From an optimization exercise on the open Yosys and OpenROAD flow, aimed at small area, a short achievable clock period and few clock cycles per item; shortcuts taken in it are not production practice. The RTL was checked by simulation tests, not by an equivalence proof against the original design.

$ cat config.mk
export PLATFORM = sky130hd
export DESIGN_NAME = echo_background
export DESIGN_NICKNAME = echo_background
export VERILOG_FILES = /design/flow/design.v
export SDC_FILE = /design/flow/constraint.sdc
export NUM_CORES = 4
export LEC_CHECK = 0
export CAP_MARGIN = 20
export CORE_MARGIN = 2
export CORE_UTILIZATION = 40
export SLEW_MARGIN = 20
$ cat constraint.sdc
create_clock -name core_clock -period 12.0 [get_ports {clk}]
set_input_delay 2.4000 -clock core_clock [delete_from_list [all_inputs] [get_ports {clk}]]
set_output_delay 2.4000 -clock core_clock [all_outputs]
set_load 0.01 [all_outputs]
$ cat design.v
module bg_div #(
    parameter NW = 32,
    parameter DW = 16
) (
    input  wire          clk,
    input  wire          start,
    input  wire [NW-1:0] num,
    input  wire [DW-1:0] den,
    output reg  [NW-1:0] quot,
    output reg           busy
);
    reg [DW-1:0]  rem;
    reg [NW-1:0]  nsh;
    reg [DW-1:0]  dreg;
    reg [7:0]     cnt;
    wire [DW:0]   trial = {rem, nsh[NW-1]};
    wire          ge    = trial >= {1'b0, dreg};
    wire [DW:0]   diff  = trial - {1'b0, dreg};
    always @(posedge clk) begin
        if (start) begin
            rem  <= {DW{1'b0}};
            nsh  <= num;
            dreg <= den;
            quot <= {NW{1'b0}};
            cnt  <= NW[7:0];
            busy <= 1'b1;
        end else if (busy) begin
            rem  <= ge ? diff[DW-1:0] : trial[DW-1:0];
            nsh  <= {nsh[NW-2:0], 1'b0};
            quot <= {quot[NW-2:0], ge};
            cnt  <= cnt - 8'd1;
            if (cnt == 8'd1)
                busy <= 1'b0;
        end
    end
endmodule
module bg_isqrt #(
    parameter XW = 44
) (
    input  wire            clk,
    input  wire            start,
    input  wire [XW-1:0]   x,
    output reg  [XW/2-1:0] root,
    output reg             busy
);
    reg [XW-1:0]   xsh;
    reg [XW/2+1:0] rem;
    reg [7:0]      cnt;
    wire [XW/2+3:0] trial = {rem, xsh[XW-1:XW-2]};
    wire [XW/2+3:0] sub   = {2'b00, root, 2'b01};
    wire            ge    = trial >= sub;
    wire [XW/2+3:0] diff  = trial - sub;
    always @(posedge clk) begin
        if (start) begin
            xsh  <= x;
            rem  <= {(XW/2+2){1'b0}};
            root <= {(XW/2){1'b0}};
            cnt  <= XW/2;
            busy <= 1'b1;
        end else if (busy) begin
            rem  <= ge ? diff[XW/2+1:0] : trial[XW/2+1:0];
            root <= {root[XW/2-2:0], ge};
            xsh  <= {xsh[XW-3:0], 2'b00};
            cnt  <= cnt - 8'd1;
            if (cnt == 8'd1)
                busy <= 1'b0;
        end
    end
endmodule
module echo_background (
    input  wire        clk,
    input  wire        rst,
    input  wire        in_valid,
    output wire        in_ready,
    input  wire [19:0] bin,
    input  wire [1:0]  size,        
    input  wire [4:0]  seg_k,       
    input  wire [9:0]  mult,        
    input  wire [9:0]  floor_cnt,   
    output reg         out_valid,
    input  wire        out_ready,
    output reg  [23:0] b16,
    output reg  [24:0] t16
);
    localparam S_IN = 3'd0, S_SEL = 3'd1, S_DIV = 3'd2, S_SQRT = 3'd3,
               S_FIN = 3'd4, S_OUT = 3'd5;
    reg [2:0]  state;
    reg [1:0]  r_size;
    reg [4:0]  r_k;
    reg [9:0]  r_mult;
    reg [9:0]  r_floor;
    reg [10:0] bin_cnt;
    reg [25:0] acc;
    reg [25:0] sums [0:31];
    wire [1:0]  cur_size = (bin_cnt == 11'd0) ? size : r_size;
    wire [10:0] seg_mask = (11'd8 << cur_size) - 11'd1;
    wire [10:0] last_bin = (11'd256 << cur_size) - 11'd1;
    wire [4:0]  seg_idx  = bin_cnt >> (3 + cur_size);
    wire        seg_end  = (bin_cnt & seg_mask) == seg_mask;
    wire [25:0] acc_next = acc + {6'b0, bin};
    assign in_ready = (state == S_IN);
    reg [31:0] used;
    reg [4:0]  scan;
    reg [4:0]  pass;
    reg [25:0] best;
    reg [4:0]  best_idx;
    reg        best_ok;
    reg [29:0] total;
    wire [25:0] cand     = sums[scan];
    wire        take     = !used[scan] && (!best_ok || cand < best);
    wire [25:0] new_best = take ? cand : best;
    wire [4:0]  new_idx  = take ? scan : best_idx;
    wire [10:0] seglen   = 11'd8 << r_size;
    wire [10:0] den      = r_k * seglen;
    reg         div_start, sqrt_start;
    wire [33:0] quot;
    wire [21:0] root;
    wire        div_busy, sqrt_busy;
    wire [43:0] sq_arg   = r_mult * r_mult * quot[23:0];
    bg_div #(.NW(34), .DW(11)) u_div (
        .clk(clk), .start(div_start), .num({total, 4'b0}), .den(den),
        .quot(quot), .busy(div_busy));
    bg_isqrt #(.XW(44)) u_sqrt (
        .clk(clk), .start(sqrt_start), .x(sq_arg),
        .root(root), .busy(sqrt_busy));
    integer i;
    always @(posedge clk) begin
        if (rst) begin
            state      <= S_IN;
            out_valid  <= 1'b0;
            bin_cnt    <= 11'd0;
            acc        <= 26'd0;
            div_start  <= 1'b0;
            sqrt_start <= 1'b0;
        end else begin
            div_start  <= 1'b0;
            sqrt_start <= 1'b0;
            case (state)
                S_IN: if (in_valid) begin
                    if (bin_cnt == 11'd0) begin
                        r_size  <= size;
                        r_k     <= (seg_k == 5'd0) ? 5'd1 : (seg_k > 5'd16) ? 5'd16 : seg_k;
                        r_mult  <= mult;
                        r_floor <= floor_cnt;
                    end
                    if (seg_end) begin
                        sums[seg_idx] <= acc_next;
                        acc <= 26'd0;
                    end else begin
                        acc <= acc_next;
                    end
                    if (bin_cnt == last_bin) begin
                        bin_cnt  <= 11'd0;
                        used     <= 32'd0;
                        scan     <= 5'd0;
                        pass     <= 5'd0;
                        best_ok  <= 1'b0;
                        total    <= 30'd0;
                        state    <= S_SEL;
                    end else begin
                        bin_cnt <= bin_cnt + 11'd1;
                    end
                end
                S_SEL: begin
                    if (scan == 5'd31) begin
                        used[new_idx] <= 1'b1;
                        total   <= total + {4'b0, new_best};
                        best_ok <= 1'b0;
                        scan    <= 5'd0;
                        if (pass + 5'd1 == r_k) begin
                            div_start <= 1'b1;
                            state     <= S_DIV;
                        end
                        pass <= pass + 5'd1;
                    end else begin
                        best     <= new_best;
                        best_idx <= new_idx;
                        best_ok  <= best_ok | take;
                        scan     <= scan + 5'd1;
                    end
                end
                S_DIV: if (!div_start && !div_busy) begin
                    sqrt_start <= 1'b1;
                    state      <= S_SQRT;
                end
                S_SQRT: if (!sqrt_start && !sqrt_busy)
                    state <= S_FIN;
                S_FIN: begin
                    b16       <= quot[23:0];
                    t16       <= {1'b0, quot[23:0]} + {11'b0, r_floor, 4'b0}
                                 + {5'b0, root[21:2]};
                    out_valid <= 1'b1;
                    state     <= S_OUT;
                end
                S_OUT: if (out_ready) begin
                    out_valid <= 1'b0;
                    state     <= S_IN;
                end
                default: state <= S_IN;
            endcase
        end
    end
endmodule
$ cat run.sh
#!/bin/bash
# synth_recipe.tcl (not shown) runs the flow's synth.tcl, then flattens the netlist and writes it again
# the make line also repeats each setting of config.mk as NAME=value (left out here)
make -C /OpenROAD-flow-scripts/flow DESIGN_CONFIG=/design/flow/config.mk WORK_HOME=/design/flow/orfs CLKGATE_MAP_FILE= SYNTH_SCRIPT=/design/flow/synth_recipe.tcl finish
==> flow_summary_export.csv <==
group,metric,value,unit
status,outcome,"complete, no violations",
global_route,grt_util_met3,0.0259,
timing,setup_violations,0,
finish,final_net_count,6720,
synthesis,synth.most_common_cell,"edfxtp_1",
critical_path,slowest_stage,"edfxtp_1",
die,die_h,434,um
place,portBuffers,101,
clock_network,clk_pin_slew,0.06,ns
drt,route.detailed.drc,0,
drt,viasPerCell,5.43,
timing,fin_crit_sh,0.959,
synthesis,synthCells,5774,
timing,relSlewSlack,0.218,
global_route,grt_pass1_vias,46500,
clock_network,clock_path_buffers,3,
finish,final_area,0.0838,mm^2
drt,antenna_left,0,
min_path,hold_class,"flip-flop to flip-flop",
finish,n_fill_cell,16300,
synthesis,ys_ff_latch,1241,
synthesis,yosysSeqAreaShare,0.483,
place,post_dp_cell_area,0.0788,mm^2
critical_path,cp-start-kind,"flip-flop",
place,dp_hpwl,119000,um
synthesis,yosys.area.top_type,"edfxtp_1",
global_route,grt_max_degree,80,
synthesis,yosys_warnings,3,
synthesis,synth_area_per_cell,12.8,um^2
drt,vias,45800,
synthesis,synth_ff_type,"edfxtp_1",
drt,drt_iter0_drc,3807,
global_route,grt_use_total,0.193,
global_route,grtUsageMet1,0.263,
drt,wl_per_cell,21.3,um
die,start_util,0.404,
finish,drive_above_1_share,0.147,
global_route,antenna_found_initial,1,
place,place_ws,0.163,ns
timing,fmax,86.9,MHz
die,row_count,157,
critical_path,crit_arrival,12.01,ns
critical_path,critical_path_class,"flip-flop to flip-flop",
global_route,grt_pass1_wl,281000,um
die,dieWidth,434,um
die,core_area,0.183,mm^2
critical_path,cp_max_fo,15,
drt,dr.pass1.iters,6,
place,place_congestion,0.842,
synthesis,synthesis.area,0.0741,mm^2
synthesis,async_reset_ff_frac,0,
clock_network,cts_tree,"yes",
synthesis,synth-edff-count,1094,
finish,areaGrowthSynthToFinish,13.1,%
timing,hold_violations,0,
critical_path,crit_path_max_incr_delay,0.54,ns
timing,worstMarginPinSlew,1.16,ns
synthesis,synthDistinctLibCells,83,
timing,fin_worst_skew,0.0527,ns
clock_network,h-tree-depth,4,
timing,fin_hold_ws,0.457,ns
die,ios,102,
critical_path,crit_top_cell,"fa_1",
critical_path,endpoint_kind,"flip-flop",
timing,fin_ws,0.495,ns
clock_network,clk_root_buffer_cell,"clkbuf_16",
clock_network,clock_latency,0.78,ns
synthesis,synth_common_cells,"edfxtp_1 (1094), inv_1 (605), nand2_1 (482)",
global_route,overflow,0,
critical_path,required,12.50,ns
clock_network,cts_sinks,1241,
synthesis,syn_nets,6637,
finish,fin_util,0.457,
timing,maxSlewViolCount,0,
global_route,top_usage_layer,"met2",
clock_network,numCtsBuffers,130,
flow_run,maxCapViolations,0,
drt,routed_wl,180000,um
timing,timing.final.crit_period,11.50,ns
synthesis,synthTopCellsByArea,"edfxtp_1 (44%), fa_1 (12%), mux4_2 (7.9%)",
synthesis,synth.top_cell.area_share,0.443,
die,die_area,0.189,mm^2
global_route,met2_usage,0.327,
-- what timing repair did --
item | CTS | global route
gates resized for setup | 0 | 64
setup endpoints to repair | 0 | 15
hold buffers | 0 | 0
setup buffers | 0 | 11
-- flip-flops by register name, summed over array words and instances, names as in the netlist, 3 cells and up, named ones only --
signal / count
pass: 5
r_k: 5
u_sqrt.xsh: 44
u_div.rem: 11
total: 30
best: 26
used: 32
t16: 25
bin_cnt: 11
u_sqrt.root: 22
u_sqrt.cnt: 8
state: 3
u_div.nsh: 30
u_div.quot: 24
scan: 5
b16: 24
r_floor: 10
r_mult: 10
acc: 26
best_idx: 5
u_div.dreg: 8
u_div.cnt: 8
u_sqrt.rem: 24
sums: 832
-- area by class of cell --
type	count	area, um^2	share of cell area
clock inverter	66	932	0.0111
multi-input combinational	3615	35700	0.427
inverter	605	2270	0.0271
tap	2464	3080	0.0368
antenna	1	2.50	0.0000299
sequential	1241	35800	0.428
clock buffer	172	3580	0.0427
timing repair buffer	264	2350	0.0281
-- metrics by stage --
step | instances | setup TNS (ns)
global placement | 8174 | 0
finish | 8428 | 0
global route | 8428 | -0.0219
CTS | 8413 | 0
detailed placement | 8175 | 0
floorplan | 5774 | 0
-- per-layer routing --
layer / vias up / wire [um] / share of wire
met5: - / 0 / 0
met1: 23400 / 77900 / 0.43
met4: 0 / 4050 / 0.023
met2: 1197 / 89000 / 0.50
li1: 20900 / - / -
met3: 236 / 8570 / 0.048
-- worst paths after layout --
kind	slack, ns	start	endpoint	cells after the start
worst min register to register	0.46	acc[0]$_SDFFE_PP0P_	acc[0]$_SDFFE_PP0P_	2
worst max-delay path	0.50	r_mult[3]$_DFFE_PP_	u_sqrt.xsh[38]$_DFFE_PN_	38
worst min-delay path	0.46	acc[0]$_SDFFE_PP0P_	acc[0]$_SDFFE_PP0P_	2
worst max register to register	0.50	r_mult[3]$_DFFE_PP_	u_sqrt.xsh[38]$_DFFE_PN_	38
-- worst max-delay path, delay by kind of cell (launching register included) --
family	cells	cell delay, ns
buffers and inverters	6	0.83
and+or+nand+nor	10	1.88
xor gates and xnor gates	1	0.14
adders and majority gates	14	6.27
muxes	1	0.26
AOI/OAI and AO/OA	6	1.28
DFF	1	0.54
-- cells by family (layout without fill, tap and decap cells) --
| kind of cell | after synthesis | after routing | synth area share |
|---|---|---|---|
| AO/OA/AOI/OAI | 702 | 702 | 0.0645 |
| adder cells (fa/ha/maj) | 812 | 812 | 0.181 |
| AND/OR/NAND/NOR | 1474 | 1474 | 0.0967 |
| other | 0 | 1 | 0 |
| multiplexers | 451 | 451 | 0.107 |
| XOR/XNOR | 176 | 176 | 0.0208 |
| flip-flops | 1241 | 1241 | 0.483 |
| buffers and inverters | 918 | 1107 | 0.0470 |
-- layout by cell type (no fill, tap or decap), types with 26 or more instances in the layout --
cell / count
buf_4: 150
dfxtp_1: 138
nor2_4: 34
mux2_2: 95
nor3_1: 81
and2_1: 162
o211ai_1: 27
mux4_2: 260
nand2b_1: 70
nor2b_1: 63
xnor2_1: 96
edfxtp_1: 1094
fa_1: 431
clkbuf_1: 27
nand4_1: 35
xor2_1: 50
nand3_1: 93
inv_1: 604
nand2_1: 477
mux2i_1: 91
ha_1: 374
nand3b_1: 33
nor2_1: 270
clkbuf_16: 133
o21ai_0: 131
a311oi_1: 27
a211oi_1: 34
a21oi_1: 147
a21o_1: 61
a31oi_1: 26
clkdlybuf4s50_1: 100
and3_1: 55
Testbench counts, summed over its fixed seeds: cycles 71,008, histograms 96.

re-timing with driven ports:
In the flow no input, the clock included, has a driving cell. The finished layout below was timed again as built, in two steps. Step 1 assumes that a clkbuf_16 drives the clock port and a buf_2 every other input. Step 2, shift: input delay + t, output delay - t, t = (earliest + latest rising clock arrival at the registers) / 2. This alone moves slack from input paths to output paths. Three values: no drivers, after step 1, after step 2; two values: the first two.
shift t [ns]: 0.839
setup WS [ns]: 0.495 / 0.495 / 0.495
hold WS [ns]: 0.457 / 0.457 / 0.457
After both steps this run still meets setup and hold. The setup slack of this run moves by 0.000 ns with the drivers and by 0.000 ns with both steps.
